Source: an optimization exercise on an open RTL-to-GDS flow (aim: small area, a short achievable clock period and few clock cycles per item). Production flows keep margins and buffers that such runs may drop. Function was not checked in any run shown here: the RTL went through the layout flow alone.

File: design.v
module stitch_blend (
    input  wire        clk,
    input  wire        rst,
    input  wire        in_valid,
    output wire        in_ready,
    input  wire        in_sol,       
    input  wire        in_apron,     
    input  wire [11:0] in_bg_y,
    input  wire [11:0] in_bg_cb,
    input  wire [11:0] in_bg_cr,
    input  wire [7:0]  in_vis,       
    input  wire [7:0]  in_cov,       
    input  wire [95:0] in_y,         
    input  wire [95:0] in_cb,
    input  wire [95:0] in_cr,
    input  wire [79:0] in_pa,        
    input  wire [79:0] in_ga,        
    output reg         out_valid,
    input  wire        out_ready,
    output reg         out_sol,
    output wire [9:0]  out_y,
    output wire [9:0]  out_c         
);
    reg  [7:0] opq;      
    reg  [7:0] live;     
    reg  [7:0] above;    
    integer l;
    always @(*) begin
        for (l = 0; l < 8; l = l + 1) begin
            opq[l]  = in_cov[l] && (in_vis[l] || (l == 7 && in_apron)) &&
                      (&in_pa[10*l +: 10]) && ((&in_ga[10*l +: 10]) || (l == 7 && in_apron));
            live[l] = in_cov[l] && (in_vis[l] || (l == 7 && in_apron)) &&
                      (|in_pa[10*l +: 10]) && ((|in_ga[10*l +: 10]) || (l == 7 && in_apron));
        end
        above[7] = 1'b0;
        for (l = 6; l >= 0; l = l - 1)
            above[l] = above[l+1] || opq[l+1];
    end
    wire [7:0] top  = opq & ~above;             
    wire [7:0] need = live & ~opq & ~above;     
    reg  [7:0] done;     
    reg        cont;     
    wire [7:0] rem  = need & ~done;
    reg  [7:0] sel;      
    reg  [7:0] lower;
    always @(*) begin
        lower[0] = 1'b0;
        for (l = 1; l < 8; l = l + 1)
            lower[l] = lower[l-1] || rem[l-1];
        sel = rem & ~lower;
    end
    wire [7:0] part = live & ~opq & ~done;
    reg  [7:0] upper;
    always @(*) begin
        upper[7] = 1'b0;
        for (l = 6; l >= 0; l = l - 1)
            upper[l] = upper[l+1] || part[l+1];
    end
    wire       more = |(part & ~above & upper);
    reg        b_valid, b_last, b_sol;
    reg [11:0] dst_y, dst_cb, dst_cr;
    reg [11:0] src_y, src_cb, src_cr;
    reg [9:0]  b_pa, b_ga;
    wire stall_b  = b_valid && b_last && out_valid && !out_ready;
    assign in_ready = !stall_b && !more;
    wire issue    = in_valid && !stall_b;
    wire        no_top = ~|top;
    wire [11:0] st_y, st_cb, st_cr;
    wire [11:0] m_y, m_cb, m_cr;
    wire [9:0]  m_pa, m_ga;
    wire [79:0] ga_eff = {in_apron ? 10'h3ff : in_ga[79:70], in_ga[69:0]};
    stitch_pick #(.N(9), .W(36)) u_pick_st (
        .s({no_top, top}),
        .d({in_bg_cr, in_bg_cb, in_bg_y,
            in_cr[95:84], in_cb[95:84], in_y[95:84], in_cr[83:72], in_cb[83:72], in_y[83:72],
            in_cr[71:60], in_cb[71:60], in_y[71:60], in_cr[59:48], in_cb[59:48], in_y[59:48],
            in_cr[47:36], in_cb[47:36], in_y[47:36], in_cr[35:24], in_cb[35:24], in_y[35:24],
            in_cr[23:12], in_cb[23:12], in_y[23:12], in_cr[11:0],  in_cb[11:0],  in_y[11:0]}),
        .y({st_cr, st_cb, st_y}));
    stitch_pick #(.N(8), .W(56)) u_pick_src (
        .s(sel),
        .d({ga_eff[79:70], in_pa[79:70], in_cr[95:84], in_cb[95:84], in_y[95:84],
            ga_eff[69:60], in_pa[69:60], in_cr[83:72], in_cb[83:72], in_y[83:72],
            ga_eff[59:50], in_pa[59:50], in_cr[71:60], in_cb[71:60], in_y[71:60],
            ga_eff[49:40], in_pa[49:40], in_cr[59:48], in_cb[59:48], in_y[59:48],
            ga_eff[39:30], in_pa[39:30], in_cr[47:36], in_cb[47:36], in_y[47:36],
            ga_eff[29:20], in_pa[29:20], in_cr[35:24], in_cb[35:24], in_y[35:24],
            ga_eff[19:10], in_pa[19:10], in_cr[23:12], in_cb[23:12], in_y[23:12],
            ga_eff[9:0],   in_pa[9:0],   in_cr[11:0],  in_cb[11:0],  in_y[11:0]}),
        .y({m_ga, m_pa, m_cr, m_cb, m_y}));
    wire [9:0]  b_a;
    stitch_alpha u_alpha (.pa(b_pa), .ga(b_ga), .a(b_a));
    wire [11:0] res_y, res_cb, res_cr;
    stitch_mix u_mix_y  (.src(src_y),  .dst(dst_y),  .a(b_a), .res(res_y));
    stitch_mix u_mix_cb (.src(src_cb), .dst(dst_cb), .a(b_a), .res(res_cb));
    stitch_mix u_mix_cr (.src(src_cr), .dst(dst_cr), .a(b_a), .res(res_cr));
    reg        odd;       
    reg [11:0] cr_hold;   
    reg [11:0] o_y, o_c;  
    wire       is_even = b_sol || !odd;
    wire       b_done  = b_valid && b_last && !stall_b;
    always @(posedge clk) begin
        if (issue) begin
            src_y  <= m_y;
            src_cb <= m_cb;
            src_cr <= m_cr;
            b_pa   <= m_pa;
            b_ga   <= m_ga;
            b_last <= !more;
            b_sol  <= in_sol;
        end
        if (issue && !cont) begin
            dst_y  <= st_y;
            dst_cb <= st_cb;
            dst_cr <= st_cr;
        end else if (b_valid && !b_last) begin
            dst_y  <= res_y;
            dst_cb <= res_cb;
            dst_cr <= res_cr;
        end
        if (b_done) begin
            out_sol <= b_sol;
            o_y     <= res_y;
            if (is_even) begin
                o_c     <= res_cb;
                cr_hold <= res_cr;
            end else begin
                o_c     <= cr_hold;
            end
        end
        if (rst) begin
            done      <= 8'd0;
            cont      <= 1'b0;
            b_valid   <= 1'b0;
            out_valid <= 1'b0;
            odd       <= 1'b0;
        end else begin
            if (issue) begin
                done <= more ? (done | sel) : 8'd0;
                cont <= more;
            end
            if (issue)
                b_valid <= 1'b1;
            else if (!stall_b)
                b_valid <= 1'b0;
            if (b_done) begin
                out_valid <= 1'b1;
                odd       <= is_even;
            end else if (out_ready) begin
                out_valid <= 1'b0;
            end
        end
    end
    function [9:0] to10;
        input [11:0] v;
        reg   [10:0] r;
        begin
            r = ({1'b0, v} + 13'd2) >> 2;
            if (r < 11'd4)         to10 = 10'd4;
            else if (r > 11'd1019) to10 = 10'd1019;
            else                   to10 = r[9:0];
        end
    endfunction
    assign out_y = to10(o_y);
    assign out_c = to10(o_c);
endmodule
module stitch_pick #(parameter N = 8, parameter W = 1) (
    input  wire [N-1:0]   s,
    input  wire [N*W-1:0] d,
    output reg  [W-1:0]   y
);
    integer i;
    always @(*) begin
        y = {W{1'b0}};
        for (i = 0; i < N; i = i + 1)
            y = y | (d[W*i +: W] & {W{s[i]}});
    end
endmodule
module stitch_mix (input [11:0] src, input [11:0] dst, input [9:0] a, output [11:0] res);
    wire [11:0] r0 = a[0] ? src : dst;
    wire [11:0] r1 = a[1] ? src : dst;
    wire [11:0] r2 = a[2] ? src : dst;
    wire [11:0] r3 = a[3] ? src : dst;
    wire [11:0] r4 = a[4] ? src : dst;
    wire [11:0] r5 = a[5] ? src : dst;
    wire [11:0] r6 = a[6] ? src : dst;
    wire [11:0] r7 = a[7] ? src : dst;
    wire [11:0] r8 = a[8] ? src : dst;
    wire [11:0] r9 = a[9] ? src : dst;
    wire [11:0] rx = a[9] ? src : dst;
    wire t_1 = r0[8] ^ r1[7];
    wire t_2 = r0[8] & r1[7];
    wire t_3 = r0[9] ^ r1[8] ^ r2[7];
    wire t_4 = (r0[9] & r1[8]) | (r0[9] & r2[7]) | (r1[8] & r2[7]);
    wire t_5 = r3[6] ^ r4[5] ^ r5[4];
    wire t_6 = (r3[6] & r4[5]) | (r3[6] & r5[4]) | (r4[5] & r5[4]);
    wire t_7 = r0[10] ^ r1[9] ^ r2[8];
    wire t_8 = (r0[10] & r1[9]) | (r0[10] & r2[8]) | (r1[9] & r2[8]);
    wire t_9 = r3[7] ^ r4[6] ^ r5[5];
    wire t_10 = (r3[7] & r4[6]) | (r3[7] & r5[5]) | (r4[6] & r5[5]);
    wire t_11 = r0[11] ^ r1[10] ^ r2[9];
    wire t_12 = (r0[11] & r1[10]) | (r0[11] & r2[9]) | (r1[10] & r2[9]);
    wire t_13 = r3[8] ^ r4[7] ^ r5[6];
    wire t_14 = (r3[8] & r4[7]) | (r3[8] & r5[6]) | (r4[7] & r5[6]);
    wire t_15 = r1[11] ^ r2[10] ^ r3[9];
    wire t_16 = (r1[11] & r2[10]) | (r1[11] & r3[9]) | (r2[10] & r3[9]);
    wire t_17 = r0[5] ^ r1[4];
    wire t_18 = r0[5] & r1[4];
    wire t_19 = r0[6] ^ r1[5] ^ r2[4];
    wire t_20 = (r0[6] & r1[5]) | (r0[6] & r2[4]) | (r1[5] & r2[4]);
    wire t_21 = r3[3] ^ r4[2];
    wire t_22 = r3[3] & r4[2];
    wire t_23 = r0[7] ^ r1[6] ^ r2[5];
    wire t_24 = (r0[7] & r1[6]) | (r0[7] & r2[5]) | (r1[6] & r2[5]);
    wire t_25 = r3[4] ^ r4[3] ^ r5[2];
    wire t_26 = (r3[4] & r4[3]) | (r3[4] & r5[2]) | (r4[3] & r5[2]);
    wire t_27 = r6[1] ^ r7[0];
    wire t_28 = r6[1] & r7[0];
    wire t_29 = r2[6] ^ r3[5] ^ r4[4];
    wire t_30 = (r2[6] & r3[5]) | (r2[6] & r4[4]) | (r3[5] & r4[4]);
    wire t_31 = r5[3] ^ r6[2] ^ r7[1];
    wire t_32 = (r5[3] & r6[2]) | (r5[3] & r7[1]) | (r6[2] & r7[1]);
    wire t_33 = r8[0] ^ rx[8] ^ t_1;
    wire t_34 = (r8[0] & rx[8]) | (r8[0] & t_1) | (rx[8] & t_1);
    wire t_35 = r6[3] ^ r7[2] ^ r8[1];
    wire t_36 = (r6[3] & r7[2]) | (r6[3] & r8[1]) | (r7[2] & r8[1]);
    wire t_37 = r9[0] ^ rx[9] ^ 1'b1;
    wire t_38 = (r9[0] & rx[9]) | (r9[0] & 1'b1) | (rx[9] & 1'b1);
    wire t_39 = t_2 ^ t_3 ^ t_5;
    wire t_40 = (t_2 & t_3) | (t_2 & t_5) | (t_3 & t_5);
    wire t_41 = r6[4] ^ r7[3] ^ r8[2];
    wire t_42 = (r6[4] & r7[3]) | (r6[4] & r8[2]) | (r7[3] & r8[2]);
    wire t_43 = r9[1] ^ rx[10] ^ t_4;
    wire t_44 = (r9[1] & rx[10]) | (r9[1] & t_4) | (rx[10] & t_4);
    wire t_45 = t_6 ^ t_7 ^ t_9;
    wire t_46 = (t_6 & t_7) | (t_6 & t_9) | (t_7 & t_9);
    wire t_47 = r6[5] ^ r7[4] ^ r8[3];
    wire t_48 = (r6[5] & r7[4]) | (r6[5] & r8[3]) | (r7[4] & r8[3]);
    wire t_49 = r9[2] ^ rx[11] ^ t_8;
    wire t_50 = (r9[2] & rx[11]) | (r9[2] & t_8) | (rx[11] & t_8);
    wire t_51 = t_10 ^ t_11 ^ t_13;
    wire t_52 = (t_10 & t_11) | (t_10 & t_13) | (t_11 & t_13);
    wire t_53 = r4[8] ^ r5[7] ^ r6[6];
    wire t_54 = (r4[8] & r5[7]) | (r4[8] & r6[6]) | (r5[7] & r6[6]);
    wire t_55 = r7[5] ^ r8[4] ^ r9[3];
    wire t_56 = (r7[5] & r8[4]) | (r7[5] & r9[3]) | (r8[4] & r9[3]);
    wire t_57 = t_12 ^ t_14 ^ t_15;
    wire t_58 = (t_12 & t_14) | (t_12 & t_15) | (t_14 & t_15);
    wire t_59 = r2[11] ^ r3[10] ^ r4[9];
    wire t_60 = (r2[11] & r3[10]) | (r2[11] & r4[9]) | (r3[10] & r4[9]);
    wire t_61 = r5[8] ^ r6[7] ^ r7[6];
    wire t_62 = (r5[8] & r6[7]) | (r5[8] & r7[6]) | (r6[7] & r7[6]);
    wire t_63 = r8[5] ^ r9[4] ^ t_16;
    wire t_64 = (r8[5] & r9[4]) | (r8[5] & t_16) | (r9[4] & t_16);
    wire t_65 = r3[11] ^ r4[10] ^ r5[9];
    wire t_66 = (r3[11] & r4[10]) | (r3[11] & r5[9]) | (r4[10] & r5[9]);
    wire t_67 = r6[8] ^ r7[7] ^ r8[6];
    wire t_68 = (r6[8] & r7[7]) | (r6[8] & r8[6]) | (r7[7] & r8[6]);
    wire t_69 = r4[11] ^ r5[10] ^ r6[9];
    wire t_70 = (r4[11] & r5[10]) | (r4[11] & r6[9]) | (r5[10] & r6[9]);
    wire t_71 = r0[3] ^ r1[2];
    wire t_72 = r0[3] & r1[2];
    wire t_73 = r0[4] ^ r1[3] ^ r2[2];
    wire t_74 = (r0[4] & r1[3]) | (r0[4] & r2[2]) | (r1[3] & r2[2]);
    wire t_75 = r3[1] ^ r4[0];
    wire t_76 = r3[1] & r4[0];
    wire t_77 = r2[3] ^ r3[2] ^ r4[1];
    wire t_78 = (r2[3] & r3[2]) | (r2[3] & r4[1]) | (r3[2] & r4[1]);
    wire t_79 = r5[0] ^ rx[5] ^ t_17;
    wire t_80 = (r5[0] & rx[5]) | (r5[0] & t_17) | (rx[5] & t_17);
    wire t_81 = r5[1] ^ r6[0] ^ rx[6];
    wire t_82 = (r5[1] & r6[0]) | (r5[1] & rx[6]) | (r6[0] & rx[6]);
    wire t_83 = t_18 ^ t_19 ^ t_21;
    wire t_84 = (t_18 & t_19) | (t_18 & t_21) | (t_19 & t_21);
    wire t_85 = rx[7] ^ t_20 ^ t_22;
    wire t_86 = (rx[7] & t_20) | (rx[7] & t_22) | (t_20 & t_22);
    wire t_87 = t_23 ^ t_25 ^ t_27;
    wire t_88 = (t_23 & t_25) | (t_23 & t_27) | (t_25 & t_27);
    wire t_89 = t_24 ^ t_26 ^ t_28;
    wire t_90 = (t_24 & t_26) | (t_24 & t_28) | (t_26 & t_28);
    wire t_91 = t_29 ^ t_31 ^ t_33;
    wire t_92 = (t_29 & t_31) | (t_29 & t_33) | (t_31 & t_33);
    wire t_93 = t_30 ^ t_32 ^ t_34;
    wire t_94 = (t_30 & t_32) | (t_30 & t_34) | (t_32 & t_34);
    wire t_95 = t_35 ^ t_37 ^ t_39;
    wire t_96 = (t_35 & t_37) | (t_35 & t_39) | (t_37 & t_39);
    wire t_97 = t_36 ^ t_38 ^ t_40;
    wire t_98 = (t_36 & t_38) | (t_36 & t_40) | (t_38 & t_40);
    wire t_99 = t_41 ^ t_43 ^ t_45;
    wire t_100 = (t_41 & t_43) | (t_41 & t_45) | (t_43 & t_45);
    wire t_101 = t_42 ^ t_44 ^ t_46;
    wire t_102 = (t_42 & t_44) | (t_42 & t_46) | (t_44 & t_46);
    wire t_103 = t_47 ^ t_49 ^ t_51;
    wire t_104 = (t_47 & t_49) | (t_47 & t_51) | (t_49 & t_51);
    wire t_105 = t_48 ^ t_50 ^ t_52;
    wire t_106 = (t_48 & t_50) | (t_48 & t_52) | (t_50 & t_52);
    wire t_107 = t_53 ^ t_55 ^ t_57;
    wire t_108 = (t_53 & t_55) | (t_53 & t_57) | (t_55 & t_57);
    wire t_109 = t_54 ^ t_56 ^ t_58;
    wire t_110 = (t_54 & t_56) | (t_54 & t_58) | (t_56 & t_58);
    wire t_111 = t_59 ^ t_61 ^ t_63;
    wire t_112 = (t_59 & t_61) | (t_59 & t_63) | (t_61 & t_63);
    wire t_113 = r9[5] ^ t_60 ^ t_62;
    wire t_114 = (r9[5] & t_60) | (r9[5] & t_62) | (t_60 & t_62);
    wire t_115 = t_64 ^ t_65 ^ t_67;
    wire t_116 = (t_64 & t_65) | (t_64 & t_67) | (t_65 & t_67);
    wire t_117 = r7[8] ^ r8[7] ^ r9[6];
    wire t_118 = (r7[8] & r8[7]) | (r7[8] & r9[6]) | (r8[7] & r9[6]);
    wire t_119 = t_66 ^ t_68 ^ t_69;
    wire t_120 = (t_66 & t_68) | (t_66 & t_69) | (t_68 & t_69);
    wire t_121 = r5[11] ^ r6[10] ^ r7[9];
    wire t_122 = (r5[11] & r6[10]) | (r5[11] & r7[9]) | (r6[10] & r7[9]);
    wire t_123 = r8[8] ^ r9[7] ^ t_70;
    wire t_124 = (r8[8] & r9[7]) | (r8[8] & t_70) | (r9[7] & t_70);
    wire t_125 = r6[11] ^ r7[10] ^ r8[9];
    wire t_126 = (r6[11] & r7[10]) | (r6[11] & r8[9]) | (r7[10] & r8[9]);
    wire t_127 = r0[2] ^ r1[1];
    wire t_128 = r0[2] & r1[1];
    wire t_129 = r2[1] ^ r3[0] ^ rx[3];
    wire t_130 = (r2[1] & r3[0]) | (r2[1] & rx[3]) | (r3[0] & rx[3]);
    wire t_131 = rx[4] ^ t_72 ^ t_73;
    wire t_132 = (rx[4] & t_72) | (rx[4] & t_73) | (t_72 & t_73);
    wire t_133 = t_74 ^ t_76 ^ t_77;
    wire t_134 = (t_74 & t_76) | (t_74 & t_77) | (t_76 & t_77);
    wire t_135 = t_78 ^ t_80 ^ t_81;
    wire t_136 = (t_78 & t_80) | (t_78 & t_81) | (t_80 & t_81);
    wire t_137 = t_82 ^ t_84 ^ t_85;
    wire t_138 = (t_82 & t_84) | (t_82 & t_85) | (t_84 & t_85);
    wire t_139 = t_86 ^ t_88 ^ t_89;
    wire t_140 = (t_86 & t_88) | (t_86 & t_89) | (t_88 & t_89);
    wire t_141 = t_90 ^ t_92 ^ t_93;
    wire t_142 = (t_90 & t_92) | (t_90 & t_93) | (t_92 & t_93);
    wire t_143 = t_94 ^ t_96 ^ t_97;
    wire t_144 = (t_94 & t_96) | (t_94 & t_97) | (t_96 & t_97);
    wire t_145 = t_98 ^ t_100 ^ t_101;
    wire t_146 = (t_98 & t_100) | (t_98 & t_101) | (t_100 & t_101);
    wire t_147 = t_102 ^ t_104 ^ t_105;
    wire t_148 = (t_102 & t_104) | (t_102 & t_105) | (t_104 & t_105);
    wire t_149 = t_106 ^ t_108 ^ t_109;
    wire t_150 = (t_106 & t_108) | (t_106 & t_109) | (t_108 & t_109);
    wire t_151 = t_110 ^ t_112 ^ t_113;
    wire t_152 = (t_110 & t_112) | (t_110 & t_113) | (t_112 & t_113);
    wire t_153 = t_114 ^ t_116 ^ t_117;
    wire t_154 = (t_114 & t_116) | (t_114 & t_117) | (t_116 & t_117);
    wire t_155 = t_118 ^ t_120 ^ t_121;
    wire t_156 = (t_118 & t_120) | (t_118 & t_121) | (t_120 & t_121);
    wire t_157 = r9[8] ^ t_122 ^ t_124;
    wire t_158 = (r9[8] & t_122) | (r9[8] & t_124) | (t_122 & t_124);
    wire t_159 = r7[11] ^ r8[10] ^ r9[9];
    wire t_160 = (r7[11] & r8[10]) | (r7[11] & r9[9]) | (r8[10] & r9[9]);
    wire t_161 = r0[1] ^ r1[0];
    wire t_162 = r0[1] & r1[0];
    wire t_163 = r2[0] ^ rx[2] ^ t_127;
    wire t_164 = (r2[0] & rx[2]) | (r2[0] & t_127) | (rx[2] & t_127);
    wire t_165 = t_71 ^ t_128 ^ t_129;
    wire t_166 = (t_71 & t_128) | (t_71 & t_129) | (t_128 & t_129);
    wire t_167 = t_75 ^ t_130 ^ t_131;
    wire t_168 = (t_75 & t_130) | (t_75 & t_131) | (t_130 & t_131);
    wire t_169 = t_79 ^ t_132 ^ t_133;
    wire t_170 = (t_79 & t_132) | (t_79 & t_133) | (t_132 & t_133);
    wire t_171 = t_83 ^ t_134 ^ t_135;
    wire t_172 = (t_83 & t_134) | (t_83 & t_135) | (t_134 & t_135);
    wire t_173 = t_87 ^ t_136 ^ t_137;
    wire t_174 = (t_87 & t_136) | (t_87 & t_137) | (t_136 & t_137);
    wire t_175 = t_91 ^ t_138 ^ t_139;
    wire t_176 = (t_91 & t_138) | (t_91 & t_139) | (t_138 & t_139);
    wire t_177 = t_95 ^ t_140 ^ t_141;
    wire t_178 = (t_95 & t_140) | (t_95 & t_141) | (t_140 & t_141);
    wire t_179 = t_99 ^ t_142 ^ t_143;
    wire t_180 = (t_99 & t_142) | (t_99 & t_143) | (t_142 & t_143);
    wire t_181 = t_103 ^ t_144 ^ t_145;
    wire t_182 = (t_103 & t_144) | (t_103 & t_145) | (t_144 & t_145);
    wire t_183 = t_107 ^ t_146 ^ t_147;
    wire t_184 = (t_107 & t_146) | (t_107 & t_147) | (t_146 & t_147);
    wire t_185 = t_111 ^ t_148 ^ t_149;
    wire t_186 = (t_111 & t_148) | (t_111 & t_149) | (t_148 & t_149);
    wire t_187 = t_115 ^ t_150 ^ t_151;
    wire t_188 = (t_115 & t_150) | (t_115 & t_151) | (t_150 & t_151);
    wire t_189 = t_119 ^ t_152 ^ t_153;
    wire t_190 = (t_119 & t_152) | (t_119 & t_153) | (t_152 & t_153);
    wire t_191 = t_123 ^ t_154 ^ t_155;
    wire t_192 = (t_123 & t_154) | (t_123 & t_155) | (t_154 & t_155);
    wire t_193 = t_125 ^ t_156 ^ t_157;
    wire t_194 = (t_125 & t_156) | (t_125 & t_157) | (t_156 & t_157);
    wire t_195 = t_126 ^ t_158 ^ t_159;
    wire t_196 = (t_126 & t_158) | (t_126 & t_159) | (t_158 & t_159);
    wire t_197 = r8[11] ^ r9[10] ^ t_160;
    wire t_198 = (r8[11] & r9[10]) | (r8[11] & t_160) | (r9[10] & t_160);
    wire [21:0] s0 = {1'b0, r9[11], t_196, t_194, t_192, t_190, t_188, t_186, t_184, t_182, t_180, t_178, t_176, t_174, t_172, t_170, t_168, t_166, t_164, t_162, rx[1], r0[0]};
    wire [21:0] s1 = {1'b0, t_198, t_197, t_195, t_193, t_191, t_189, t_187, t_185, t_183, t_181, t_179, t_177, t_175, t_173, t_171, t_169, t_167, t_165, t_163, t_161, rx[0]};
    wire [21:0] s = s0 + s1;
    assign res = s[21:10];
endmodule
module stitch_alpha (input [9:0] pa, input [9:0] ga, output [9:0] a);
    wire t_1 = (pa[8] & ga[0]) ^ (pa[7] & ga[1]);
    wire t_2 = (pa[8] & ga[0]) & (pa[7] & ga[1]);
    wire t_3 = (pa[9] & ga[0]) ^ (pa[8] & ga[1]) ^ (pa[7] & ga[2]);
    wire t_4 = ((pa[9] & ga[0]) & (pa[8] & ga[1])) | ((pa[9] & ga[0]) & (pa[7] & ga[2])) | ((pa[8] & ga[1]) & (pa[7] & ga[2]));
    wire t_5 = (pa[6] & ga[3]) ^ (pa[5] & ga[4]) ^ (pa[4] & ga[5]);
    wire t_6 = ((pa[6] & ga[3]) & (pa[5] & ga[4])) | ((pa[6] & ga[3]) & (pa[4] & ga[5])) | ((pa[5] & ga[4]) & (pa[4] & ga[5]));
    wire t_7 = (pa[9] & ga[1]) ^ (pa[8] & ga[2]) ^ (pa[7] & ga[3]);
    wire t_8 = ((pa[9] & ga[1]) & (pa[8] & ga[2])) | ((pa[9] & ga[1]) & (pa[7] & ga[3])) | ((pa[8] & ga[2]) & (pa[7] & ga[3]));
    wire t_9 = (pa[5] & ga[0]) ^ (pa[4] & ga[1]);
    wire t_10 = (pa[5] & ga[0]) & (pa[4] & ga[1]);
    wire t_11 = (pa[6] & ga[0]) ^ (pa[5] & ga[1]) ^ (pa[4] & ga[2]);
    wire t_12 = ((pa[6] & ga[0]) & (pa[5] & ga[1])) | ((pa[6] & ga[0]) & (pa[4] & ga[2])) | ((pa[5] & ga[1]) & (pa[4] & ga[2]));
    wire t_13 = (pa[3] & ga[3]) ^ (pa[2] & ga[4]);
    wire t_14 = (pa[3] & ga[3]) & (pa[2] & ga[4]);
    wire t_15 = (pa[7] & ga[0]) ^ (pa[6] & ga[1]) ^ (pa[5] & ga[2]);
    wire t_16 = ((pa[7] & ga[0]) & (pa[6] & ga[1])) | ((pa[7] & ga[0]) & (pa[5] & ga[2])) | ((pa[6] & ga[1]) & (pa[5] & ga[2]));
    wire t_17 = (pa[4] & ga[3]) ^ (pa[3] & ga[4]) ^ (pa[2] & ga[5]);
    wire t_18 = ((pa[4] & ga[3]) & (pa[3] & ga[4])) | ((pa[4] & ga[3]) & (pa[2] & ga[5])) | ((pa[3] & ga[4]) & (pa[2] & ga[5]));
    wire t_19 = (pa[1] & ga[6]) ^ (pa[0] & ga[7]);
    wire t_20 = (pa[1] & ga[6]) & (pa[0] & ga[7]);
    wire t_21 = (pa[6] & ga[2]) ^ (pa[5] & ga[3]) ^ (pa[4] & ga[4]);
    wire t_22 = ((pa[6] & ga[2]) & (pa[5] & ga[3])) | ((pa[6] & ga[2]) & (pa[4] & ga[4])) | ((pa[5] & ga[3]) & (pa[4] & ga[4]));
    wire t_23 = (pa[3] & ga[5]) ^ (pa[2] & ga[6]) ^ (pa[1] & ga[7]);
    wire t_24 = ((pa[3] & ga[5]) & (pa[2] & ga[6])) | ((pa[3] & ga[5]) & (pa[1] & ga[7])) | ((pa[2] & ga[6]) & (pa[1] & ga[7]));
    wire t_25 = (pa[0] & ga[8]) ^ (pa[8] & ga[9]) ^ t_1;
    wire t_26 = ((pa[0] & ga[8]) & (pa[8] & ga[9])) | ((pa[0] & ga[8]) & t_1) | ((pa[8] & ga[9]) & t_1);
    wire t_27 = (pa[3] & ga[6]) ^ (pa[2] & ga[7]) ^ (pa[1] & ga[8]);
    wire t_28 = ((pa[3] & ga[6]) & (pa[2] & ga[7])) | ((pa[3] & ga[6]) & (pa[1] & ga[8])) | ((pa[2] & ga[7]) & (pa[1] & ga[8]));
    wire t_29 = (pa[0] & ga[9]) ^ (pa[9] & ga[9]) ^ 1'b1;
    wire t_30 = ((pa[0] & ga[9]) & (pa[9] & ga[9])) | ((pa[0] & ga[9]) & 1'b1) | ((pa[9] & ga[9]) & 1'b1);
    wire t_31 = t_2 ^ t_3 ^ t_5;
    wire t_32 = (t_2 & t_3) | (t_2 & t_5) | (t_3 & t_5);
    wire t_33 = (pa[6] & ga[4]) ^ (pa[5] & ga[5]) ^ (pa[4] & ga[6]);
    wire t_34 = ((pa[6] & ga[4]) & (pa[5] & ga[5])) | ((pa[6] & ga[4]) & (pa[4] & ga[6])) | ((pa[5] & ga[5]) & (pa[4] & ga[6]));
    wire t_35 = (pa[3] & ga[7]) ^ (pa[2] & ga[8]) ^ (pa[1] & ga[9]);
    wire t_36 = ((pa[3] & ga[7]) & (pa[2] & ga[8])) | ((pa[3] & ga[7]) & (pa[1] & ga[9])) | ((pa[2] & ga[8]) & (pa[1] & ga[9]));
    wire t_37 = t_4 ^ t_6 ^ t_7;
    wire t_38 = (t_4 & t_6) | (t_4 & t_7) | (t_6 & t_7);
    wire t_39 = (pa[9] & ga[2]) ^ (pa[8] & ga[3]) ^ (pa[7] & ga[4]);
    wire t_40 = ((pa[9] & ga[2]) & (pa[8] & ga[3])) | ((pa[9] & ga[2]) & (pa[7] & ga[4])) | ((pa[8] & ga[3]) & (pa[7] & ga[4]));
    wire t_41 = (pa[6] & ga[5]) ^ (pa[5] & ga[6]) ^ (pa[4] & ga[7]);
    wire t_42 = ((pa[6] & ga[5]) & (pa[5] & ga[6])) | ((pa[6] & ga[5]) & (pa[4] & ga[7])) | ((pa[5] & ga[6]) & (pa[4] & ga[7]));
    wire t_43 = (pa[3] & ga[8]) ^ (pa[2] & ga[9]) ^ t_8;
    wire t_44 = ((pa[3] & ga[8]) & (pa[2] & ga[9])) | ((pa[3] & ga[8]) & t_8) | ((pa[2] & ga[9]) & t_8);
    wire t_45 = (pa[9] & ga[3]) ^ (pa[8] & ga[4]) ^ (pa[7] & ga[5]);
    wire t_46 = ((pa[9] & ga[3]) & (pa[8] & ga[4])) | ((pa[9] & ga[3]) & (pa[7] & ga[5])) | ((pa[8] & ga[4]) & (pa[7] & ga[5]));
    wire t_47 = (pa[6] & ga[6]) ^ (pa[5] & ga[7]) ^ (pa[4] & ga[8]);
    wire t_48 = ((pa[6] & ga[6]) & (pa[5] & ga[7])) | ((pa[6] & ga[6]) & (pa[4] & ga[8])) | ((pa[5] & ga[7]) & (pa[4] & ga[8]));
    wire t_49 = (pa[9] & ga[4]) ^ (pa[8] & ga[5]) ^ (pa[7] & ga[6]);
    wire t_50 = ((pa[9] & ga[4]) & (pa[8] & ga[5])) | ((pa[9] & ga[4]) & (pa[7] & ga[6])) | ((pa[8] & ga[5]) & (pa[7] & ga[6]));
    wire t_51 = (pa[3] & ga[0]) ^ (pa[2] & ga[1]);
    wire t_52 = (pa[3] & ga[0]) & (pa[2] & ga[1]);
    wire t_53 = (pa[4] & ga[0]) ^ (pa[3] & ga[1]) ^ (pa[2] & ga[2]);
    wire t_54 = ((pa[4] & ga[0]) & (pa[3] & ga[1])) | ((pa[4] & ga[0]) & (pa[2] & ga[2])) | ((pa[3] & ga[1]) & (pa[2] & ga[2]));
    wire t_55 = (pa[1] & ga[3]) ^ (pa[0] & ga[4]);
    wire t_56 = (pa[1] & ga[3]) & (pa[0] & ga[4]);
    wire t_57 = (pa[3] & ga[2]) ^ (pa[2] & ga[3]) ^ (pa[1] & ga[4]);
    wire t_58 = ((pa[3] & ga[2]) & (pa[2] & ga[3])) | ((pa[3] & ga[2]) & (pa[1] & ga[4])) | ((pa[2] & ga[3]) & (pa[1] & ga[4]));
    wire t_59 = (pa[0] & ga[5]) ^ (pa[5] & ga[9]) ^ t_9;
    wire t_60 = ((pa[0] & ga[5]) & (pa[5] & ga[9])) | ((pa[0] & ga[5]) & t_9) | ((pa[5] & ga[9]) & t_9);
    wire t_61 = (pa[1] & ga[5]) ^ (pa[0] & ga[6]) ^ (pa[6] & ga[9]);
    wire t_62 = ((pa[1] & ga[5]) & (pa[0] & ga[6])) | ((pa[1] & ga[5]) & (pa[6] & ga[9])) | ((pa[0] & ga[6]) & (pa[6] & ga[9]));
    wire t_63 = t_10 ^ t_11 ^ t_13;
    wire t_64 = (t_10 & t_11) | (t_10 & t_13) | (t_11 & t_13);
    wire t_65 = (pa[7] & ga[9]) ^ t_12 ^ t_14;
    wire t_66 = ((pa[7] & ga[9]) & t_12) | ((pa[7] & ga[9]) & t_14) | (t_12 & t_14);
    wire t_67 = t_15 ^ t_17 ^ t_19;
    wire t_68 = (t_15 & t_17) | (t_15 & t_19) | (t_17 & t_19);
    wire t_69 = t_16 ^ t_18 ^ t_20;
    wire t_70 = (t_16 & t_18) | (t_16 & t_20) | (t_18 & t_20);
    wire t_71 = t_21 ^ t_23 ^ t_25;
    wire t_72 = (t_21 & t_23) | (t_21 & t_25) | (t_23 & t_25);
    wire t_73 = t_22 ^ t_24 ^ t_26;
    wire t_74 = (t_22 & t_24) | (t_22 & t_26) | (t_24 & t_26);
    wire t_75 = t_27 ^ t_29 ^ t_31;
    wire t_76 = (t_27 & t_29) | (t_27 & t_31) | (t_29 & t_31);
    wire t_77 = t_28 ^ t_30 ^ t_32;
    wire t_78 = (t_28 & t_30) | (t_28 & t_32) | (t_30 & t_32);
    wire t_79 = t_33 ^ t_35 ^ t_37;
    wire t_80 = (t_33 & t_35) | (t_33 & t_37) | (t_35 & t_37);
    wire t_81 = t_34 ^ t_36 ^ t_38;
    wire t_82 = (t_34 & t_36) | (t_34 & t_38) | (t_36 & t_38);
    wire t_83 = t_39 ^ t_41 ^ t_43;
    wire t_84 = (t_39 & t_41) | (t_39 & t_43) | (t_41 & t_43);
    wire t_85 = (pa[3] & ga[9]) ^ t_40 ^ t_42;
    wire t_86 = ((pa[3] & ga[9]) & t_40) | ((pa[3] & ga[9]) & t_42) | (t_40 & t_42);
    wire t_87 = t_44 ^ t_45 ^ t_47;
    wire t_88 = (t_44 & t_45) | (t_44 & t_47) | (t_45 & t_47);
    wire t_89 = (pa[6] & ga[7]) ^ (pa[5] & ga[8]) ^ (pa[4] & ga[9]);
    wire t_90 = ((pa[6] & ga[7]) & (pa[5] & ga[8])) | ((pa[6] & ga[7]) & (pa[4] & ga[9])) | ((pa[5] & ga[8]) & (pa[4] & ga[9]));
    wire t_91 = t_46 ^ t_48 ^ t_49;
    wire t_92 = (t_46 & t_48) | (t_46 & t_49) | (t_48 & t_49);
    wire t_93 = (pa[9] & ga[5]) ^ (pa[8] & ga[6]) ^ (pa[7] & ga[7]);
    wire t_94 = ((pa[9] & ga[5]) & (pa[8] & ga[6])) | ((pa[9] & ga[5]) & (pa[7] & ga[7])) | ((pa[8] & ga[6]) & (pa[7] & ga[7]));
    wire t_95 = (pa[6] & ga[8]) ^ (pa[5] & ga[9]) ^ t_50;
    wire t_96 = ((pa[6] & ga[8]) & (pa[5] & ga[9])) | ((pa[6] & ga[8]) & t_50) | ((pa[5] & ga[9]) & t_50);
    wire t_97 = (pa[9] & ga[6]) ^ (pa[8] & ga[7]) ^ (pa[7] & ga[8]);
    wire t_98 = ((pa[9] & ga[6]) & (pa[8] & ga[7])) | ((pa[9] & ga[6]) & (pa[7] & ga[8])) | ((pa[8] & ga[7]) & (pa[7] & ga[8]));
    wire t_99 = (pa[2] & ga[0]) ^ (pa[1] & ga[1]);
    wire t_100 = (pa[2] & ga[0]) & (pa[1] & ga[1]);
    wire t_101 = (pa[1] & ga[2]) ^ (pa[0] & ga[3]) ^ (pa[3] & ga[9]);
    wire t_102 = ((pa[1] & ga[2]) & (pa[0] & ga[3])) | ((pa[1] & ga[2]) & (pa[3] & ga[9])) | ((pa[0] & ga[3]) & (pa[3] & ga[9]));
    wire t_103 = (pa[4] & ga[9]) ^ t_52 ^ t_53;
    wire t_104 = ((pa[4] & ga[9]) & t_52) | ((pa[4] & ga[9]) & t_53) | (t_52 & t_53);
    wire t_105 = t_54 ^ t_56 ^ t_57;
    wire t_106 = (t_54 & t_56) | (t_54 & t_57) | (t_56 & t_57);
    wire t_107 = t_58 ^ t_60 ^ t_61;
    wire t_108 = (t_58 & t_60) | (t_58 & t_61) | (t_60 & t_61);
    wire t_109 = t_62 ^ t_64 ^ t_65;
    wire t_110 = (t_62 & t_64) | (t_62 & t_65) | (t_64 & t_65);
    wire t_111 = t_66 ^ t_68 ^ t_69;
    wire t_112 = (t_66 & t_68) | (t_66 & t_69) | (t_68 & t_69);
    wire t_113 = t_70 ^ t_72 ^ t_73;
    wire t_114 = (t_70 & t_72) | (t_70 & t_73) | (t_72 & t_73);
    wire t_115 = t_74 ^ t_76 ^ t_77;
    wire t_116 = (t_74 & t_76) | (t_74 & t_77) | (t_76 & t_77);
    wire t_117 = t_78 ^ t_80 ^ t_81;
    wire t_118 = (t_78 & t_80) | (t_78 & t_81) | (t_80 & t_81);
    wire t_119 = t_82 ^ t_84 ^ t_85;
    wire t_120 = (t_82 & t_84) | (t_82 & t_85) | (t_84 & t_85);
    wire t_121 = t_86 ^ t_88 ^ t_89;
    wire t_122 = (t_86 & t_88) | (t_86 & t_89) | (t_88 & t_89);
    wire t_123 = t_90 ^ t_92 ^ t_93;
    wire t_124 = (t_90 & t_92) | (t_90 & t_93) | (t_92 & t_93);
    wire t_125 = (pa[6] & ga[9]) ^ t_94 ^ t_96;
    wire t_126 = ((pa[6] & ga[9]) & t_94) | ((pa[6] & ga[9]) & t_96) | (t_94 & t_96);
    wire t_127 = (pa[9] & ga[7]) ^ (pa[8] & ga[8]) ^ (pa[7] & ga[9]);
    wire t_128 = ((pa[9] & ga[7]) & (pa[8] & ga[8])) | ((pa[9] & ga[7]) & (pa[7] & ga[9])) | ((pa[8] & ga[8]) & (pa[7] & ga[9]));
    wire t_129 = (pa[1] & ga[0]) ^ (pa[0] & ga[1]);
    wire t_130 = (pa[1] & ga[0]) & (pa[0] & ga[1]);
    wire t_131 = (pa[0] & ga[2]) ^ (pa[2] & ga[9]) ^ t_99;
    wire t_132 = ((pa[0] & ga[2]) & (pa[2] & ga[9])) | ((pa[0] & ga[2]) & t_99) | ((pa[2] & ga[9]) & t_99);
    wire t_133 = t_51 ^ t_100 ^ t_101;
    wire t_134 = (t_51 & t_100) | (t_51 & t_101) | (t_100 & t_101);
    wire t_135 = t_55 ^ t_102 ^ t_103;
    wire t_136 = (t_55 & t_102) | (t_55 & t_103) | (t_102 & t_103);
    wire t_137 = t_59 ^ t_104 ^ t_105;
    wire t_138 = (t_59 & t_104) | (t_59 & t_105) | (t_104 & t_105);
    wire t_139 = t_63 ^ t_106 ^ t_107;
    wire t_140 = (t_63 & t_106) | (t_63 & t_107) | (t_106 & t_107);
    wire t_141 = t_67 ^ t_108 ^ t_109;
    wire t_142 = (t_67 & t_108) | (t_67 & t_109) | (t_108 & t_109);
    wire t_143 = t_71 ^ t_110 ^ t_111;
    wire t_144 = (t_71 & t_110) | (t_71 & t_111) | (t_110 & t_111);
    wire t_145 = t_75 ^ t_112 ^ t_113;
    wire t_146 = (t_75 & t_112) | (t_75 & t_113) | (t_112 & t_113);
    wire t_147 = t_79 ^ t_114 ^ t_115;
    wire t_148 = (t_79 & t_114) | (t_79 & t_115) | (t_114 & t_115);
    wire t_149 = t_83 ^ t_116 ^ t_117;
    wire t_150 = (t_83 & t_116) | (t_83 & t_117) | (t_116 & t_117);
    wire t_151 = t_87 ^ t_118 ^ t_119;
    wire t_152 = (t_87 & t_118) | (t_87 & t_119) | (t_118 & t_119);
    wire t_153 = t_91 ^ t_120 ^ t_121;
    wire t_154 = (t_91 & t_120) | (t_91 & t_121) | (t_120 & t_121);
    wire t_155 = t_95 ^ t_122 ^ t_123;
    wire t_156 = (t_95 & t_122) | (t_95 & t_123) | (t_122 & t_123);
    wire t_157 = t_97 ^ t_124 ^ t_125;
    wire t_158 = (t_97 & t_124) | (t_97 & t_125) | (t_124 & t_125);
    wire t_159 = t_98 ^ t_126 ^ t_127;
    wire t_160 = (t_98 & t_126) | (t_98 & t_127) | (t_126 & t_127);
    wire t_161 = (pa[9] & ga[8]) ^ (pa[8] & ga[9]) ^ t_128;
    wire t_162 = ((pa[9] & ga[8]) & (pa[8] & ga[9])) | ((pa[9] & ga[8]) & t_128) | ((pa[8] & ga[9]) & t_128);
    wire [19:0] s0 = {1'b0, (pa[9] & ga[9]), t_160, t_158, t_156, t_154, t_152, t_150, t_148, t_146, t_144, t_142, t_140, t_138, t_136, t_134, t_132, t_130, (pa[1] & ga[9]), (pa[0] & ga[0])};
    wire [19:0] s1 = {1'b0, t_162, t_161, t_159, t_157, t_155, t_153, t_151, t_149, t_147, t_145, t_143, t_141, t_139, t_137, t_135, t_133, t_131, t_129, (pa[0] & ga[9])};
    wire [19:0] s = s0 + s1;
    assign a = s[19:10];
endmodule
File: flow/run.sh
#!/bin/bash
# Standard layout, with the smallest buffer on every input and output port,
# and timing repair aimed at a setup slack margin well above zero.
set -euo pipefail
export BUFFER_PORTS_ARGS="-buffer_cell sky130_fd_sc_hd__buf_1"
export SETUP_SLACK_MARGIN=10.5
bash standard.sh > standard.log 2>&1
File: standard.sh
#!/bin/bash
# synth_recipe.tcl (not shown) runs the flow's synth.tcl, then flattens the netlist and writes it again
# the make line also repeats each setting of config.mk as NAME=value (left out here)
make -C /OpenROAD-flow-scripts/flow DESIGN_CONFIG=/design/flow/config.mk WORK_HOME=/design/flow/orfs CLKGATE_MAP_FILE= SYNTH_SCRIPT=/design/flow/synth_recipe.tcl "${@:-finish}"
File: config.mk
export PLATFORM = sky130hd
export DESIGN_NAME = stitch_blend
export DESIGN_NICKNAME = stitch_blend
export VERILOG_FILES = /design/flow/design.v
export SDC_FILE = /design/flow/constraint.sdc
export NUM_CORES = 4
export LEC_CHECK = 0
export CAP_MARGIN = 20
export CORE_MARGIN = 2
export CORE_UTILIZATION = 40
export SLEW_MARGIN = 20
File: constraint.sdc
create_clock -name core_clock -period 22.0 [get_ports {clk}]
set_input_delay 4.4000 -clock core_clock [delete_from_list [all_inputs] [get_ports {clk}]]
set_output_delay 4.4000 -clock core_clock [all_outputs]
set_load 0.01 [all_outputs]
==> results.toml, run 1 <==
[sta]
slew_headroom_pct = 12.4
clock-skew-final_ps = 20.1
tightest_slew_ps = 1300
slew_viol_final = 0
tns_ps = 0
hold_viol = 0
rsz0062_at_grt = "false"
hold_ws_ps = 496
max_clock_freq_ghz = 0.0880
final-setup-viol-count = 0
fin_crit_ps = 11360
finalCritPeriodShare_pct = 51.6

[floorplan]
die_h_um = 268
die-area_mm2 = 0.0716
initial_core_util_pct = 40.4
core_mm2 = 0.0687
die_x_um = 268
ioPinCount = 529
rows = 96

[logic_synthesis]
postSynthCellCount = 3135
yosys-top-cells-area = "fa_1 (24%), edfxtp_1 (14%), mux2i_1 (8.6%)"
synth-warning-count = 3
synth_top_area_share_pct = 24.4
synth_edf_count = 128
yosysUniqueCellTypes = 81
yosys_register_bits = 140
synth_nets = 4099
ys_seq_area_share_pct = 14.7
avgSynthCellArea_um2 = 8.86
synthArstFlopShare_pct = 0
synth_ff_type = "edfxtp_1"
synth_top_area_cell = "fa_1"
syn_area_mm2 = 0.0278

[setup_path]
critPathMaxFanout = 6
r2r_start = "b_ga[5]"
endpoint_kind = "primary output"
crit_type = "in2out"
critical_path.startpoint = "in_pa[40]"
start_kind = "input port"
cp.arrival_ps = 6960
required_ps = 17600

[global_route]
grt_overflow = 0
first_global_vias = 26700
antenna_found_initial = 37
grt.total_usage_pct = 34.2
grt_max_degree = 58
grt_pass1_wl_um = 178000

[cells_and_area]
drive_gt1_share_pct = 8.15
synthToLayoutAreaGrowth_pct = 13.1
layout.nets = 4473

[routing]
num_vias = 26700
ant_nets = 0
viasPerCell = 5.98
drc_errors = 0
routedWlPerCell_um = 27.5
totalWireLength_um = 123000
drt_iter0_markers = 3370
dr.pass1.iters = 8

[place]
gp_congestion = 1.01
hpwl_um = 97800
io_buffers = 528

[cts]
cts_sinks = 140
root_buffer = "clkbuf_16"
h-tree-depth = 4
path_clk_slew_ps = 60
clockBufferDepth = 2
cts_made_buffers = 17
cts_tree = "yes"
clk_latency_ps = 500

[outcome]
outcome = "complete, no violations"

[hold_path]
hp-class = "reg2reg"
worstHoldStart = "b_sol"

[job]
maxCapViolCount = 0
## cells in the mapped netlist, drive strengths merged (6+ instances only)
master   instances
inv            531
fa             339
nand2          312
mux2i          238
clkbuf         154
mux2           136
edfxtp         128
ha             119
nor2           119
a222oi         112
a21oi          101
nand3          100
buf             72
and2            62
a21boi          59
o21ai           56
nand4           54
nor4            45
a221o           38
o211ai          36
xnor2           35
a221oi          31
nor3            29
a21o            27
a2bb2oi         19
xor2            17
a211oi          14
nand2b          13
a31oi           12
and3            12
dfxtp           12
nor2b           11
o21bai           7
a311oi           6
and4             6
o21a             6
or2              6
## metal layers
| layer | track usage, % | vias to the layer above | wire [um] |
|---|---|---|---|
| met2 | 52.5 | 1540 | 54900 |
| met1 | 44.3 | 13200 | 48400 |
| met5 | 0 | - | 195 |
| li1 | - | 11700 | - |
| met4 | 17.3 | 30 | 6640 |
| met3 | 9.19 | 275 | 12900 |
## final cells by class
cell class                 count  area [um2]
fill                        7010       37300
inverter                     531        1990
timing repair buffer         581        2440
multi-input combinational   2238       21100
antenna                       17        42.5
sequential                   140        4080
tap                          931        1160
clock buffer                  20         447
clock inverter                12         136
## worst paths after layout
kind | depth (start not counted) | slack [ps] | end
setup / recovery | 11 | 10640 | in_ready
hold / removal | 0 | 500 | out_sol
setup reg to reg | 36 | 10940 | dst_cb[1]
hold reg to reg | 0 | 500 | out_sol
## worst max-delay path: stages
cell and delay [ps]:
buf_1 290, nand4_1 140, nor4_1 310, nand2_1 290
and2_1 270, nand3_1 370, o32ai_1 170, a211oi_2 180
buf_4 170, and2_1 120, buf_1 230
## sequential cells by signal, summed over array words and instances (netlist names)
name and count:
done 8, b_sol 1, src_y 12, cr_hold 11, dst_cr 12, b_ga 10, dst_cb 12, odd 1
out_valid 1, b_valid 1, out_sol 1, src_cb 12, o_c 11, src_cr 12, b_pa 10, o_y 11
b_last 1, dst_y 12, cont 1
## cell usage in the layout, fill, tap and decap left out, drive strengths merged, types with 56 or more instances in the layout
cell type / netlist / layout
inv: 531 / 535
nand2: 312 / 312
and2: 62 / 62
a222oi: 112 / 112
fa: 339 / 339
mux2i: 238 / 238
buf: 72 / 578
o21ai: 56 / 56
edfxtp: 128 / 128
mux2: 136 / 136
a21oi: 101 / 101
a21boi: 59 / 59
nor2: 119 / 119
ha: 119 / 119
nand3: 100 / 100
## logic make-up after synthesis
logic type      Yosys count  share of synthesized area [%]
fa+ha+maj               460                           29.9
simple gates            789                           13.6
flops                   140                           14.7
xor+xnor                 52                           1.79
buf+inv                 757                           10.4
compound gates          563                           15.7
mux                     374                           14.1
## metrics by stage
| step | instance area (um2) | std cells | setup WS [ps] | utilization, % |
|---|---|---|---|---|
| 3_5_place_dp | 30600 | 4415 | 10020 | 44.5 |
| 6_report | 31400 | 4470 | 10640 | 45.7 |
| 4_1_cts | 31200 | 4448 | 10450 | 45.4 |
| 5_1_grt | 31400 | 4468 | 10490 | 45.7 |
| 2_1_floorplan | 27800 | 3135 | 11430 | - |
| 3_3_place_gp | 30600 | 4415 | 10000 | 44.5 |
## timing repair
action                                  in CTS  in global routing
endpoints found under the setup margin      15                 53
hold buffers                                 0                  0
resized for setup                            5                 39
setup buffers                                1                  4
gates cloned                                 0                  0
pin swaps                                    1                  1
==> run 2, diff against run 1 <==
--- a/design.v
+++ b/design.v
@@ -49,14 +49,7 @@
             lower[l] = lower[l-1] || rem[l-1];
         sel = rem & ~lower;
     end
-    wire [7:0] part = live & ~opq & ~done;
-    reg  [7:0] upper;
-    always @(*) begin
-        upper[7] = 1'b0;
-        for (l = 6; l >= 0; l = l - 1)
-            upper[l] = upper[l+1] || part[l+1];
-    end
-    wire       more = |(part & ~above & upper);
+    wire       more = |(rem & ~sel);             
     reg        b_valid, b_last, b_sol;
     reg [11:0] dst_y, dst_cb, dst_cr;
     reg [11:0] src_y, src_cb, src_cr;
==> run 2 against run 1 <==
  * Routed wire length is 4.6% lower
  * Register-to-register slack better by 30 ps
  * Non-clock buffer count is 13 higher
  * Global-route usage is 2.6 points lower
  * Synthesized cell count is 2.6% higher
  * Critical path type unchanged
  * Highest routed layer unchanged
==> results.toml, run 2 <==
[cts]
cts_tree = "yes"
clk_latency_ps = 470
clockBufferDepth = 2
cts_made_buffers = 17
root_buffer = "clkbuf_16"
cts_sinks = 140
path_clk_slew_ps = 70
h-tree-depth = 4

[floorplan]
rows = 97
ioPinCount = 529
die_x_um = 269
core_mm2 = 0.0699
die-area_mm2 = 0.0725
initial_core_util_pct = 40.3
die_h_um = 269

[sta]
max_clock_freq_ghz = 0.0865
hold_viol = 0
fin_crit_ps = 11560
final-setup-viol-count = 0
slew_viol_final = 0
finalCritPeriodShare_pct = 52.5
clock-skew-final_ps = 21.7
slew_headroom_pct = 31.6
tns_ps = 0
final.setup.worst_slack_ps = 10440
tightest_slew_ps = 1020
rsz0062_at_grt = "true"

[setup_path]
start_kind = "input port"
crit_type = "in2out"
r2r_start = "b_pa[7]"
path_cells = "buf_1, nand4_1, or4_4, nor3_4, buf_12, or3b_4, nor3_4, a211o_1, maj3_2, a21oi_4, buf_12, and2_4, buf_6"
cpMaxStageDelayCell = "or4_4"
cp.arrival_ps = 7160
required_ps = 17600
critical_path.startpoint = "in_ga[63]"
cp_num_buf_inv = 4
path_delay_family = "simple AND/OR/NAND/NOR gates"
critPathMaxStageDelay_ps = 610
endpoint_kind = "primary output"
critPathMaxFanout = 5

[logic_synthesis]
synth_ff_type = "edfxtp_1"
synth.area.mux_share_pct = 14.6
yosys_register_bits = 140
yosys.area_share.adder_pct = 29.4
synth_most_common_cell = "inv_1"
synth_top_area_cell = "fa_1"
synth_nets = 4179
synth_top_area_share_pct = 24.1
synthArstFlopShare_pct = 0
yosysUniqueCellTypes = 79
yosys-top-cells-area = "fa_1 (24%), edfxtp_1 (14%), mux2i_1 (8.4%)"
synth-warning-count = 3
synthSimpleGateAreaFrac_pct = 13.6
ys_seq_area_share_pct = 14.5
syn_area_mm2 = 0.0282
avgSynthCellArea_um2 = 8.76
synth_compound_area_share_pct = 15.8
synth_top_family_by_area = "adder cells"
synth_common_cells = "inv_1 (521), fa_1 (339), nand2_1 (264)"
postSynthCellCount = 3215
synth_xor_area_share_pct = 1.71
synth_edf_count = 128

[routing]
totalWireLength_um = 117000
drt_iter0_markers = 3421
routedWlPerCell_um = 25.6
num_vias = 27400
viasPerCell = 5.98
dr.pass1.iters = 10
drc_errors = 0
ant_nets = 0

[place]
hpwl_um = 94300
place_ws_ps = 9050
post_dp_cell_area_mm2 = 0.0309
gp_congestion = 1.00
io_buffers = 528
placed_cells = 4488

[global_route]
grt.total_usage_pct = 31.7
first_global_vias = 26500
grt_overflow = 0
grt_pass1_wl_um = 174000
antenna_found_initial = 42
grt_max_degree = 79

[job]
maxCapViolCount = 0

[cells_and_area]
drive_gt1_share_pct = 8.85
synthToLayoutAreaGrowth_pct = 14.3
design_area_mm2 = 0.0322
nFillCells = 7117
instances_no_fill = 4576
final_cell_mix = "inv_1 (521), buf_1 (519), fa_1 (339)"
layout.nets = 4554
layout_commonest_cell = "inv_1"

[hold_path]
hp-class = "reg2reg"
worstHoldStart = "done[2]"

[outcome]
outcome = "complete, no violations"
run 2: cell count changes after synthesis, sizes merged, moves of 43 or more:
cell,before,now
a21oi,101,165
nand2,312,264
o21ai,56,108
nand3,100,143
a21boi,59,3
a221oi,31,101
run 2: per-layer routing:
layer	share of wire (%)	routed length, um	GRT usage (%)	up-vias
li1	-	-	-	12000
met1	41	47900	43.5	13400
met2	45	52300	48.6	1666
met3	10	12300	6.88	253
met4	4.0	4740	12.2	14
met5	0.074	87	0	-
run 2: kinds of logic after synthesis:
family / after synthesis
XOR/XNOR: 54
flip-flops: 140
buffers and inverters: 761
AND/OR/NAND/NOR: 787
multiplexers: 392
adder cells (fa/ha/maj): 459
AO/OA/AOI/OAI: 622
run 2: layout make-up:
class | instances | area (um2) | share of cell area (%)
inverters | 523 | 1960 | 6.10
well taps | 940 | 1180 | 3.66
repair buffers | 594 | 2680 | 8.32
clock buffers | 19 | 433 | 1.35
diodes | 33 | 82.6 | 0.257
multi-input cells | 2314 | 21600 | 67.1
clock inverters | 13 | 166 | 0.517
flip-flops and latches | 140 | 4080 | 12.7
run 2: stage by stage:
stage / hold slack, ps / utilization [%]
floorplan: 428 / -
global placement: 458 / 44.3
detailed placement: 465 / 44.3
CTS: 483 / 45.5
global route: 515 / 46.0
finish: 489 / 46.0
run 2: final timing paths:
check | endpoint | slack [ps] | cells past startpoint
worst max-delay path | in_ready | 10440 | 13
worst min-delay path | done[2] | 490 | 2
worst max register to register | dst_cb[8] | 10970 | 38
worst min register to register | done[2] | 490 | 2
run 2: tightest hold or removal path: cells and delay by family (launching register included):
kind | cells | cell delay [ps]
DFF | 1 | 340
AOI/OAI and AO/OA | 1 | 40
and+or+nand+nor | 1 | 70
run 2: repair_timing:
item | in CTS | in global routing
gates cloned | 1 | 1
pin swaps | 8 | 8
endpoints found under the setup margin | 26 | 52
hold buffers | 0 | 0
setup buffers | 8 | 12
gates resized for setup | 33 | 49

separate check: timing with driven ports:
No port has a modelled driver above. Below, the same layouts with a new extraction and two added sets of constraints. Step 1, drivers: a clkbuf_16 drives clk and a buf_2 each remaining input, both assumed. Step 2 adds t to the input delays and takes it off the output delays; t is the mean of the earliest and latest rising clock arrival at the registers after step 1. Input paths then give back, and output paths get back, about the clock's delay inside the block. a / b / c = no drivers / after step 1 / after step 2; a / b = the first two.
| run | t (ns) | setup WS [ns] | latest minus earliest clock arrival (ns) |
|---|---|---|---|
| run 1 | 0.553 | 10.638 / 10.463 / 10.463 | 0.023 / 0.023 |
| run 2 | 0.513 | 10.439 / 10.417 / 10.417 | 0.022 / 0.022 |
After both steps every run listed still meets setup and hold. The setup slack of run 1, which loses most, moves by -0.175 ns with the drivers and by -0.175 ns with both steps.
